This design comes from an exercise in tuning for small area, a short achievable clock period and few clock cycles per item on the open sky130 flow, not from production work.
Only simulation tests tie the RTL to the original design; equivalence was not proved.
Power figures rest on the tool's default switching activity, not on a simulated workload.

Setup of pepper:
// feq_recip
module feq_recip (
    input  wire        clk,
    input  wire        rst,         
    input  wire        in_valid,
    output wire        in_ready,
    input  wire [15:0] a_raw,       
    input  wire [15:0] b_raw,       
    output reg         out_valid,
    input  wire        out_ready,
    output wire [31:0] out_re,      
    output wire [31:0] out_im,      
    output reg  [3:0]  out_sh,      
    output reg         out_dead
);
    reg         s1_busy;
    reg         s1_prep;            
    reg  [3:0]  s1_cnt;             
    reg         sqm;                
    reg         dead1;
    reg  [3:0]  hp;                 
    reg         e2_r, ez_r;         
    reg  [15:0] as_r, bs_r;
    reg  [31:0] sq_r;               
    reg  [2:0]  ca, cb;             
    wire   s1_load;
    assign in_ready = s1_load;
    wire s1_fin = (s1_cnt == 4'd9);
    wire a_small = (a_raw[15:1] == 15'd0) | (a_raw == 16'hFFFF);
    wire b_small = (b_raw[15:1] == 15'd0) | (b_raw == 16'hFFFF);
    wire red2 = (as_r[15] == as_r[14]) & (bs_r[15] == bs_r[14]);
    wire red3 = ((as_r[15:13] == 3'b000) | (as_r[15:13] == 3'b111)) &
                ((bs_r[15:13] == 3'b000) | (bs_r[15:13] == 3'b111));
    wire red5 = ((as_r[15:11] == 5'b00000) | (as_r[15:11] == 5'b11111)) &
                ((bs_r[15:11] == 5'b00000) | (bs_r[15:11] == 5'b11111));
    wire normed = dead1 | ~red2;
    wire [2:0]  kn = s1_prep ? s1_cnt[2:0] + 3'd1 : 3'd0;
    wire [16:0] ax = {as_r, 1'b0};
    wire [16:0] bx = {bs_r, 1'b0};
    reg  [2:0]  wa, wb;
    always @* begin
        case (kn)
            3'd0: begin wa = ax[16:14]; wb = bx[16:14]; end
            3'd1: begin wa = ax[14:12]; wb = bx[14:12]; end
            3'd2: begin wa = ax[12:10]; wb = bx[12:10]; end
  ...
For scale: about 3200 cells after synthesis, about 0.030 mm² of cells after synthesis.
clock: 12.0 ns
lec_check: 0
cap_margin: 20
core_margin: 2
core_utilization: 40
slew_margin: 20
synth_hierarchical: 0
standard.sh (not shown) runs the stock make flow with config.mk's settings and CLKGATE_MAP_FILE= SYNTH_SCRIPT=/design/flow/synth_recipe.tcl, a recipe that flattens the netlist after the stock synthesis.
==> flow/flow/run.sh <==
#!/bin/bash
# Standard ORFS layout, with timing repair asked to leave extra setup
# slack (the clock and constraints are the design's own).
set -euo pipefail
export SETUP_SLACK_MARGIN=${MARGIN:-6.5}
bash standard.sh > standard.log 2>&1 || { tail -50 standard.log; exit 1; }
Testbench counts of pepper, summed over its fixed seeds: cycles 36,196, items 2,400.
Input changes introduced in nickel (baseline for comparison: pepper):
diff --git a/flow/flow/run.sh b/flow/flow/run.sh
--- a/flow/flow/run.sh
+++ b/flow/flow/run.sh
@@ -4,3 +4,3 @@
 set -euo pipefail
-export SETUP_SLACK_MARGIN=${MARGIN:-6.5}
+export SETUP_SLACK_MARGIN=${MARGIN:-7.5}
 bash standard.sh > standard.log 2>&1 || { tail -50 standard.log; exit 1; }
==> comparison <==
- nickel vs pepper: peak fanout along the critical path down in nickel
- Diff pepper -> nickel: power now sits higher, overall track demand over capacity in global routing shows an increase of 1.3 points, routed wire length saw an increase.
Modified inputs, zinc compared to nickel
# nickel
export LEC_CHECK = 0
export CAP_MARGIN = 20
export CORE_MARGIN = 2
export CORE_UTILIZATION = 40
export SLEW_MARGIN = 20
export SYNTH_HIERARCHICAL = 0
create_clock -name core_clock -period 12.0 [get_ports {clk}]
# zinc
export LEC_CHECK = 0
export CAP_MARGIN = 20
export CORE_MARGIN = 2
export CORE_UTILIZATION = 60
export SLEW_MARGIN = 20
export SYNTH_HIERARCHICAL = 0
create_clock -name core_clock -period 12.0 [get_ports {clk}]
diff --git a/flow/flow/run.sh b/flow/flow/run.sh
--- a/flow/flow/run.sh
+++ b/flow/flow/run.sh
@@ -4,3 +4,3 @@
 set -euo pipefail
-export SETUP_SLACK_MARGIN=${MARGIN:-7.5}
+export SETUP_SLACK_MARGIN=${MARGIN:-7}
 bash standard.sh > standard.log 2>&1 || { tail -50 standard.log; exit 1; }
--- outcome ---
Sort zinc and nickel by maximum frequency desc -> top: nickel
Relative to nickel, total cell area at the placement stage decreased by 1.3% in zinc.
Total power: lower on zinc
Relative to nickel, the area growth from synthesis to layout of zinc is lower by 5.7 points.
zinc ended with less total wire length after detailed routing than nickel.

[re-timing with driven ports]
The flow's constraints put no driver on any port. The routed layouts listed below were extracted and timed again, unchanged, in two steps. Step 1, drivers: a clkbuf_16 drives clk and a buf_2 each remaining input, both assumed. Step 2 adds t to the input delays and takes it off the output delays; t is the mean of the earliest and latest rising clock arrival at the registers after step 1. Input paths then give back, and output paths get back, about the clock's delay inside the block. Three values: no drivers, after step 1, after step 2; two values: the first two.
run	t (ns)	slack for setup (ns)	slew at the worst register clock pin (ns)	cell pins on the clock port's net
pepper	0.656	6.829 / 6.764 / 6.867	0.06 / 0.06	1
nickel	0.672	7.329 / 7.265 / 7.290	0.07 / 0.07	1
zinc	0.653	7.134 / 7.075 / 7.216	0.07 / 0.07	1
After both steps every run listed still meets setup and hold. The setup slack of nickel, which loses most, moves by -0.064 ns with the drivers and by -0.039 ns with both steps.
